This design comes from an exercise in tuning for small area on the open sky130 flow, not from production work.
In this exercise RTL edits were held to simulation tests only and were not proved equivalent to the original.
Power figures rest on the tool's default switching activity, not on a simulated workload.

### design.v
module sinc_df (
    input  wire        clk,
    input  wire        rst,           
    input  wire [2:0]  cfg_ord,       
    input  wire [8:0]  cfg_osr,       
    input  wire [23:0] cfg_ofs,       
    input  wire [23:0] cfg_gain,      
    input  wire        restart,       
    input  wire        clk_loss,      
    input  wire        bit_valid,     
    input  wire        bit_in,
    output reg         out_stb,       
    output reg  [15:0] df_result,     
    output reg         df_valid,
    output reg  [6:0]  df_count,      
    output wire        settling,
    output reg         stuck,
    output reg  [15:0] loss_count     
);
    reg       run_bit;
    reg [5:0] run_len;                
    wire same_bit     = (bit_in == run_bit) && (stuck || run_len != 6'd0);
    wire stuck_detect = bit_valid && !stuck && same_bit && (run_len == 6'd63);
    wire stuck_end    = bit_valid && stuck && !same_bit;
    wire bit_take     = bit_valid && (stuck ? !same_bit : !stuck_detect);
    wire flush = restart || clk_loss || stuck_detect;
    wire [1:0] nm1 = cfg_ord[2] ? 2'd3 : (cfg_ord[1:0] - 2'd1);
    reg  [7:0] phase;
    wire [8:0] phase_inc  = {1'b0, phase} + 9'd1;
    wire       window_end = bit_take && (phase_inc == cfg_osr);
    reg  [1:0] out_n;                 
    reg        pend;                  
    reg        pend_ok;               
    reg [31:0] integ1, integ2, integ3, integ4;
    reg [31:0] z1, z2, z3;
    wire [31:0] a1 = integ1 + {31'd0, bit_in};
    wire [31:0] a2 = integ2 + a1;
    wire [31:0] a3 = integ3 + a2;
    wire [31:0] a4 = integ4 + a3;
    wire [31:0] c1 = integ4 - z1;
    wire [31:0] c2 = c1 - z2;
    wire [31:0] d  = c2 - z3;
    reg [32:0] p;
    reg [8:0]  pacc;
    reg [1:0]  pm;                    
    reg [5:0]  pcnt;
    wire [9:0] psum = {1'b0, pacc} + (p[0] ? {1'b0, cfg_osr} : 10'd0);
    reg        busy;
    reg [4:0]  cnt;                   
    reg [31:0] r;
    reg        qb1, qb2, allones;
    reg [47:0] acc;
    wire [33:0] trial = {1'b0, r, 1'b0} - {1'b0, p};
    wire        ge    = !trial[33];
    wire [25:0] cx   = {2'b00, ~cfg_ofs[23], cfg_ofs[22:0]};
    wire        cbit = cx[cnt];
    wire        rnd  = (cnt == 5'd0) && qb1 && !allones;
    wire        dneg = !qb2 && cbit && !rnd;
    wire        dtwo = qb2 && !cbit && rnd;
    wire        dnz  = rnd ? (qb2 || !cbit) : (qb2 ^ cbit);
    wire [24:0] g2   = dtwo ? {cfg_gain, 1'b0} : {cfg_gain[23], cfg_gain};
    wire [24:0] gop  = (g2 & {25{dnz}}) ^ {25{dneg}};
    wire [48:0] hsum = {acc, dneg} + {{24{gop[24]}}, gop};
    wire        res_ok  = (hsum[48] == hsum[47]) && (hsum[47] == hsum[46]);
    wire [15:0] res_sat = res_ok ? hsum[46:31] : (hsum[48] ? 16'h8000 : 16'h7fff);
    assign settling = !df_valid && !stuck;
    always @(posedge clk) begin
        if (rst) begin
            run_bit    <= 1'b0;
            run_len    <= 6'd0;
            stuck      <= 1'b0;
            phase      <= 8'd0;
            out_n      <= 2'd0;
            pend       <= 1'b0;
            pend_ok    <= 1'b0;
            integ1     <= 32'd0;
            integ2     <= 32'd0;
            integ3     <= 32'd0;
            integ4     <= 32'd0;
            z1         <= 32'd0;
            z2         <= 32'd0;
            z3         <= 32'd0;
            busy       <= 1'b0;
            out_stb    <= 1'b0;
            df_result  <= 16'd0;
            df_valid   <= 1'b0;
            df_count   <= 7'd0;
            loss_count <= 16'd0;
        end else begin
            out_stb <= 1'b0;
            if (bit_valid) begin
                run_bit <= bit_in;
                run_len <= same_bit ? run_len + 6'd1 : 6'd1;
            end
            if (stuck_detect)
                stuck <= 1'b1;
            else if (stuck_end)
                stuck <= 1'b0;
            if (flush) begin
                phase   <= 8'd0;
                out_n   <= 2'd0;
                pend    <= 1'b0;
                busy    <= 1'b0;
                df_valid <= 1'b0;
                integ1  <= 32'd0;
                integ2  <= 32'd0;
                integ3  <= 32'd0;
                integ4  <= 32'd0;
                z1      <= 32'd0;
                z2      <= 32'd0;
                z3      <= 32'd0;
                if ((clk_loss || stuck_detect) && loss_count != 16'hffff)
                    loss_count <= loss_count + 16'd1;
            end else begin
                if (bit_take) begin
                    integ1 <= (nm1 != 2'd3) ? 32'd0 : a1;
                    integ2 <= (nm1[1] == 1'b0) ? 32'd0 : a2;
                    integ3 <= (nm1 == 2'd0) ? 32'd0 : a3;
                    integ4 <= a4;
                    phase  <= window_end ? 8'd0 : phase_inc[7:0];
                end
                pend <= window_end;
                if (window_end) begin
                    pend_ok <= (out_n >= nm1);
                    if (out_n != 2'd3)
                        out_n <= out_n + 2'd1;
                end
                if (pend) begin
                    integ4 <= 32'd0;
                    z1 <= (nm1 == 2'd0) ? 32'd0 : integ4;
                    z2 <= (nm1[1] == 1'b0) ? 32'd0 : c1;
                    z3 <= (nm1 != 2'd3) ? 32'd0 : c2;
                end
                if (busy && cnt == 5'd0) begin
                    busy      <= 1'b0;
                    df_result <= res_sat;
                    df_valid  <= 1'b1;
                    df_count  <= df_count + 7'd1;
                    out_stb   <= 1'b1;
                end
                if (pend && pend_ok)
                    busy <= 1'b1;
            end
        end
    end
    always @(posedge clk) begin
        if (pend) begin
            r       <= d;
            cnt     <= 5'd25;
            qb1     <= 1'b0;
            qb2     <= 1'b0;
            allones <= 1'b1;
            acc     <= 48'd16;
        end else begin
            r       <= ge ? trial[31:0] : {r[30:0], 1'b0};
            cnt     <= cnt - 5'd1;
            qb1     <= ge;
            qb2     <= qb1;
            allones <= allones & (ge | (cnt == 5'd1));
            acc     <= hsum[47:0];
        end
        if (rst || restart) begin
            p    <= {24'd0, cfg_osr};
            pacc <= 9'd0;
            pm   <= nm1;
            pcnt <= 6'd0;
        end else if (pm != 2'd0) begin
            p    <= {psum[0], p[32:1]};
            pacc <= psum[9:1];
            pcnt <= (pcnt == 6'd32) ? 6'd0 : pcnt + 6'd1;
            if (pcnt == 6'd32)
                pm <= pm - 2'd1;
        end
    end
endmodule
### run.sh
#!/bin/bash
# synth_recipe.tcl (not shown) runs the flow's synth.tcl, then flattens the netlist and writes it again
# the make line also repeats each setting of config.mk as NAME=value (left out here)
make -C /OpenROAD-flow-scripts/flow DESIGN_CONFIG=/design/flow/config.mk WORK_HOME=/design/flow/orfs CLKGATE_MAP_FILE= SYNTH_SCRIPT=/design/flow/synth_recipe.tcl finish
### config.mk
export PLATFORM = sky130hd
export DESIGN_NAME = sinc_df
export DESIGN_NICKNAME = sinc_df
export VERILOG_FILES = /design/flow/design.v
export SDC_FILE = /design/flow/constraint.sdc
export NUM_CORES = 4
export LEC_CHECK = 0
export CAP_MARGIN = 20
export CORE_MARGIN = 2
export CORE_UTILIZATION = 40
export SLEW_MARGIN = 20
### constraint.sdc
create_clock -name core_clock -period 22.0 [get_ports {clk}]
set_input_delay 4.4000 -clock core_clock [delete_from_list [all_inputs] [get_ports {clk}]]
set_output_delay 4.4000 -clock core_clock [all_outputs]
set_load 0.01 [all_outputs]
==> impl_metrics.py <==
metrics = {
    "synthesis": {
        "synth-seq-cells": 424,
        "synth.avg_cell_area_sq_um": 7.92,
        "synth_cell_types": 97,
        "syn_area_sq_um": 30100,
        "synth_flop_cell": "dfxtp_1",
        "synthesis.nets": 4174,
        "ys_seq_area_share_pct": 28.5,
        "synth_edf_count": 11,
        "yosysWarnings": 1,
        "async_flop_share_pct": 0,
        "syn_inst": 3804,
    },
    "sta": {
        "relSlewSlack_pct": 31.7,
        "finalSetupTns_ns": 0,
        "fin_crit_ns": 11.76,
        "finalSetupViolCount": 0,
        "max_clock_freq_ghz": 0.0851,
        "finalHoldViolCount": 0,
        "fin_crit_sh_pct": 53.4,
        "skew_ns": 0.0396,
        "grt_setup_unrepaired": "no",
        "maxSlewViolCount": 0,
        "worst_pin_slew_ns": 0.998,
    },
    "place": {
        "place.gp.congestion": 0.901,
        "dpl.hpwl_mm": 55.7,
        "port_buffers": 108,
        "placed_cell_area_sq_um": 32000,
    },
    "route": {
        "drt_iter0_markers": 1459,
        "drcViolationCount": 0,
        "ant_nets": 0,
        "wl_per_cell_um": 15.6,
        "routed_via_density": 5.40,
        "routed_wl_mm": 75.5,
        "vias": 26200,
        "drtPass1Iterations": 5,
    },
    "power": {
        "p_leak_nw": 14.1,
        "vdd.ir_drop.worst_mv": 0.118,
        "cellPowerDensity_nw_per_um2": 124,
    },
    "finish": {
        "drive_gt1_share_pct": 4.26,
        "largest_reg_flops": 48,
        "layout.nets": 4208,
        "mostFrequentLayoutCell": "nor2_1",
        "syn_to_final_growth_pct": 12.1,
        "antenna_cells": 0,
        "mostFrequentLayoutCells": "nor2_1, dfxtp_1, nand2_1",
        "reg_top3": "acc x48, p x33",
        "final_area_sq_um": 33800,
        "largest-register": "acc",
    },
    "global_route": {
        "grt_pass1_vias": 24300,
        "grt_pass1_wl_mm": 124,
        "grt.total_usage_pct": 19.0,
        "grt_max_degree": 86,
        "antenna_found_initial": 0,
        "grt.overflow.total": 0,
    },
    "setup_path": {
        "cp.depth": 34,
        "worst-path-buf-inv": 1,
        "critPathLaunchType": "primary input",
        "slowest_stage": "clkdlybuf4s50_1",
        "cpPeakStageDelay_ns": 0.54,
        "worstPathRequired_ns": 22.53,
        "crit_path_end_kind": "register",
        "critical-path-top-delay-family": "compound AO/OA/AOI/OAI gates",
        "rr_worst_depth": 33,
        "crit_arrival_ns": 12.29,
        "path_max_fanout": 6,
        "critical_path_class": "primary input to register",
        "crit_top_cell": "ha_1",
    },
    "clocking": {
        "clock_latency_ns": 0.62,
        "postCtsSetupRepairBufs": 0,
        "cts_max_level": 2,
        "clk_pin_slew_ns": 0.06,
        "clk_path_buf_depth": 3,
        "root_buffer": "clkbuf_16",
        "cts_tree": "done",
        "post_cts_resize_count": 0,
        "cts_made_buffers": 51,
        "cts.sinks": 424,
        "ctsHoldBuffers": 0,
    },
    "floorplanning": {
        "row_count": 100,
        "die_x_um": 278,
        "die_h_um": 278,
        "start_util_pct": 40.5,
        "design.die.area_sq_um": 77500,
        "core-area_sq_um": 74400,
        "ios": 109,
    },
    "worst_hold_path": {
        "min_path_cells": 2,
        "min_path_type": "register to register",
    },
    "outcome": {
        "status": "timing/DRC/antenna clean",
    },
    "job": {
        "drv_cap": 0,
    },
}
synth_stat cells (all sizes together) (11+ instances only):
cell / number / area [sq um]
nor4: 15 / 93.8
nor3b: 13 / 97.6
or3: 24 / 150
edfxtp: 11 / 330
nand3: 83 / 415
nor2: 416 / 1560
nand4: 41 / 257
a21oi: 332 / 1670
and2: 22 / 138
o21a: 42 / 317
nor2b: 45 / 284
dfxtp: 413 / 8270
nand2b: 61 / 382
a211oi: 50 / 380
o31ai: 11 / 82.6
nand2: 386 / 1450
and3: 40 / 250
or2: 12 / 77.6
o211ai: 25 / 193
mux2i: 44 / 440
nand3b: 12 / 93.8
o21ai: 244 / 1230
o21bai: 35 / 263
xor2: 122 / 1070
and4: 16 / 143
a21o: 146 / 1100
a31oi: 34 / 219
a22oi: 62 / 465
buf: 23 / 104
clkbuf: 124 / 465
xnor2: 207 / 1810
inv: 201 / 754
nor3: 43 / 215
ha: 295 / 3690
metal layers:
layer / GRT usage [%] / routed length [um] / vias up
li1: - / - / 13500
met1: 26.6 / 37600 / 12200
met2: 31.1 / 33700 / 420
met3: 2.47 / 3080 / 87
met4: 3.88 / 1200 / 0
met5: 0 / 0 / -
report_power, final:
part	total, mW	leakage [nW]	internal, mW	switching, mW
Sequential	0.938	3.48	0.893	0.0448
Combinational	2.38	9.73	0.985	1.40
Clock	0.870	0.860	0.522	0.348
logic make-up after synthesis:
kind of cell,Yosys count,synth area share (%)
and+or+nand+nor,1241,19.0
AOI/OAI and AO/OA,1099,23.3
DFF,424,28.5
buffers and inverters,349,4.41
xor gates and xnor gates,331,9.72
adders and majority gates,304,12.9
muxes,56,2.17
per-stage QoR:
stage / total power, mW / instances / setup WS, ns / utilization (%) / hold slack [ns]
after floorplan: 2.85 / 3804 / 11.47 / - / 0.432
after global placement: 3.31 / 4754 / 9.92 / 43.0 / 0.442
after detailed placement: 3.32 / 4754 / 9.77 / 43.0 / 0.451
after CTS: 4.21 / 4846 / 10.36 / 45.4 / 0.461
after global routing: 4.56 / 4846 / 9.64 / 45.4 / 0.472
final: 4.19 / 4846 / 10.24 / 45.4 / 0.458
cell type report:
type / count / area, sq um
Multi-Input combinational cell: 3031 / 20200
Timing Repair Buffer: 128 / 1230
Clock inverter: 18 / 205
Clock buffer: 74 / 1510
Inverter: 202 / 758
Tap cell: 969 / 1210
Sequential cell: 424 / 8600
Fill cell: 7399 / 40700
worst paths after layout:
path | slack [ns] | end | start
setup / recovery | 10.24 | integ4[31]$_SDFFE_PP0P_ | bit_in
hold / removal | 0.46 | integ1[0]$_SDFFE_PP0P_ | integ1[0]$_SDFFE_PP0P_
setup reg to reg | 14.27 | integ4[31]$_SDFFE_PP0P_ | integ1[0]$_SDFFE_PP0P_
hold reg to reg | 0.46 | integ1[0]$_SDFFE_PP0P_ | integ1[0]$_SDFFE_PP0P_
tightest hold or removal path: cells and delay by family, from the launching register on:
family	cells	cell delay, ns
flops	1	0.31
simple gates	1	0.05
compound gates	1	0.05

what the ideal ports hide:
Ports are ideal in the flow. The routed layout listed here was re-timed in OpenROAD.
Step 1 sets driving cells, clkbuf_16 on the clock port and buf_2 on the other inputs (assumed; they add their load-dependent delay and slew).
Step 2 adds t to the input delays and takes it off the output delays; t is the mean of the earliest and latest rising clock arrival at the registers after step 1. Input paths then give back, and output paths get back, about the clock's delay inside the block.
a / b / c = no drivers / after step 1 / after step 2; a / b = the first two.
t (ns): 0.664
slack for setup (ns): 10.244 / 10.245 / 9.581
hold WS [ns]: 0.458 / 0.458 / 0.458
worst setup path at the end: input to register
After both steps setup and hold are still met in this run. The setup slack of this run moves by +0.001 ns with the drivers and by -0.663 ns with both steps.
